From an optimization exercise on the open Yosys and OpenROAD flow, aimed at small area, a short achievable clock period and few clock cycles; shortcuts taken in it are not production practice. Function was checked by simulation only, so behaviour that the tests miss may differ from the original.

## lane 1
==> flow/design.v (excerpt) <==
module slv_mvblk (
    input  wire        clk,
    input  wire        rst,
    input  wire        in_valid,
    output wire        in_ready,
    input  wire [31:0] in_data,
    output reg         out_valid,
    input  wire        out_ready,
    output reg  [31:0] out_data,
    output reg         out_sat,
    output reg         out_last
);
==> flow/config.mk <==
export PLATFORM = sky130hd
export DESIGN_NAME = slv_mvblk
export DESIGN_NICKNAME = slv_mvblk
export VERILOG_FILES = /design/flow/design.v
export SDC_FILE = /design/flow/constraint.sdc
export NUM_CORES = 4
export LEC_CHECK = 0
export CAP_MARGIN = 20
export CORE_MARGIN = 2
export CORE_UTILIZATION = 60
export SLEW_MARGIN = 20
==> flow/constraint.sdc <==
create_clock -name core_clock -period 18.0 [get_ports {clk}]
set_input_delay 3.6000 -clock core_clock [delete_from_list [all_inputs] [get_ports {clk}]]
set_output_delay 3.6000 -clock core_clock [all_outputs]
set_load 0.01 [all_outputs]
run.sh (not shown) runs the stock make flow with config.mk's settings and CLKGATE_MAP_FILE= SYNTH_SCRIPT=/design/flow/synth_recipe.tcl, a recipe that flattens the netlist after the stock synthesis.
Lane 1 finished end to end and its layout was clean on timing, DRC and antenna.
Testbench counts of lane 1, summed over its fixed seeds: cycles 52,498.
What lane 2 does differently from lane 1 at the input level:
==> flow/flow/run.sh (new file) <==
#!/bin/bash
# Standard layout (the standard.sh, unchanged synthesis), with changes only
# to how it is optimised:
#  - ports are buffered with buf_4 instead of the default delay-type buffer;
#  - repair_timing (after CTS and after global routing) aims for extra setup
#    margin and may change cell footprints, so the resizer also speeds up
#    paths that already meet the 18 ns clock.
# The clock period, the SDC and every other setting are the standard flow's.
set -euo pipefail
bash standard.sh "BUFFER_PORTS_ARGS=-buffer_cell sky130_fd_sc_hd__buf_4" \
    SETUP_SLACK_MARGIN=13.2 MATCH_CELL_FOOTPRINT=0 finish > standard_flow.log 2>&1
==> flow/standard.sh (new file) <==
#!/bin/bash
# synth_recipe.tcl (not shown) runs the flow's synth.tcl, then flattens the netlist and writes it again
# the make line also repeats each setting of config.mk as NAME=value (left out here)
make -C /OpenROAD-flow-scripts/flow DESIGN_CONFIG=/design/flow/config.mk WORK_HOME=/design/flow/orfs CLKGATE_MAP_FILE= SYNTH_SCRIPT=/design/flow/synth_recipe.tcl "${@:-finish}"
removed: flow/run.sh
==> summary.txt <==
- Diff lane 1 -> lane 2: area after synthesis was more or less identical, setup slack increased 0.71 ns, clock-pin slew of the registers on the worst-case setup and hold paths did not really move.
- Summary: with lane 1 as the reference, non-clock buffer count in lane 2 moved up by more than 10%.


== v16 ==
Another version of the RTL of slv_mvblk (not shown whole).
Size: ~5900 cells after synthesis, about 1000 flip-flops, roughly 72 I/O pins, about 60000 um2 of cells after synthesis.
export LEC_CHECK = 0
export CAP_MARGIN = 10
export CORE_MARGIN = 2
export CORE_UTILIZATION = 68
export CTS_BUF_LIST = sky130_fd_sc_hd__clkbuf_8 sky130_fd_sc_hd__clkbuf_16
export SLEW_MARGIN = 10
create_clock -name core_clock -period 18.0 [get_ports {clk}]
standard.sh (not shown) runs the stock make flow with config.mk's settings and CLKGATE_MAP_FILE= SYNTH_SCRIPT=/design/flow/synth_recipe.tcl, a recipe that flattens the netlist after the stock synthesis.
==> flow/flow/run.sh <==
#!/bin/bash
# Standard layout (the standard.sh, unchanged synthesis), with changes only
# to how it is optimised:
#  - ports are buffered with buf_4 instead of the default delay-type buffer;
#  - repair_timing (after CTS and after global routing) aims for extra setup
#    margin and may change cell footprints, so the resizer also speeds up
#    paths that already meet the 18 ns clock.
# The clock period, the SDC and every other setting are the standard flow's.
set -euo pipefail
bash standard.sh "BUFFER_PORTS_ARGS=-buffer_cell sky130_fd_sc_hd__buf_4" \
    SETUP_SLACK_MARGIN=13.3 MATCH_CELL_FOOTPRINT=0 finish > standard_flow.log 2>&1
v16 ended with every stage complete and zero timing, DRC or antenna violations.
Testbench counts of v16, summed over its fixed seeds: cycles 52,498.
--- input diff v16..v20 ---
# v16
export LEC_CHECK = 0
export CAP_MARGIN = 10
export CORE_MARGIN = 2
export CORE_UTILIZATION = 68
export CTS_BUF_LIST = sky130_fd_sc_hd__clkbuf_8 sky130_fd_sc_hd__clkbuf_16
export SLEW_MARGIN = 10
create_clock -name core_clock -period 18.0 [get_ports {clk}]
# v20
export LEC_CHECK = 0
export CAP_MARGIN = 20
export CORE_MARGIN = 2
export CORE_UTILIZATION = 68
export SLEW_MARGIN = 20
create_clock -name core_clock -period 18.0 [get_ports {clk}]
==> summary.txt <==
sky130_fd_sc_hd__dfxtp_4 as the slowest stage cell on the critical path was reported by v20, and sky130_fd_sc_hd__dfxtp_2 by v16.
From v20 to v16, aggregate negative setup slack did not move at all.
Delta (v20 minus v16): sequential share of layout area has remained practically unchanged; net total in the final layout essentially unchanged; via count normalized by instance count lower.

-- what the ideal ports hide --
Ports are ideal in the flow. The routed layouts listed here were re-timed in OpenROAD.
Step 1 assumes that a clkbuf_16 drives the clock port and a buf_2 every other input.
Step 2 moves the port delays by t, midway between the first and last clock arrival at a register: inputs arrive t later, outputs are due t later. That takes back most of the time a late clock gives input paths.
Three values: no drivers, after step 1, after step 2; two values: the first two.
| run | t (ns) | setup slack, ns | hold WS [ns] | latest minus earliest clock arrival (ns) | worst register clock-pin slew, ns |
|---|---|---|---|---|---|
| lane 1 | 0.770 | 12.415 / 12.415 / 12.337 | 0.297 / 0.297 / 0.297 | 0.044 / 0.043 | 0.07 / 0.07 |
| lane 2 | 0.774 | 13.126 / 13.055 / 12.840 | 0.306 / 0.306 / 0.306 | 0.049 / 0.049 | 0.07 / 0.07 |
| v16 | 0.775 | 13.221 / 13.149 / 12.925 | 0.315 / 0.315 / 0.315 | 0.054 / 0.054 | 0.07 / 0.07 |
| v20 | 0.786 | 13.205 / 13.131 / 12.927 | 0.293 / 0.293 / 0.293 | 0.057 / 0.057 | 0.07 / 0.07 |
After both steps setup and hold are still met in every run listed. The setup slack of v16, which loses most, moves by -0.072 ns with the drivers and by -0.296 ns with both steps.
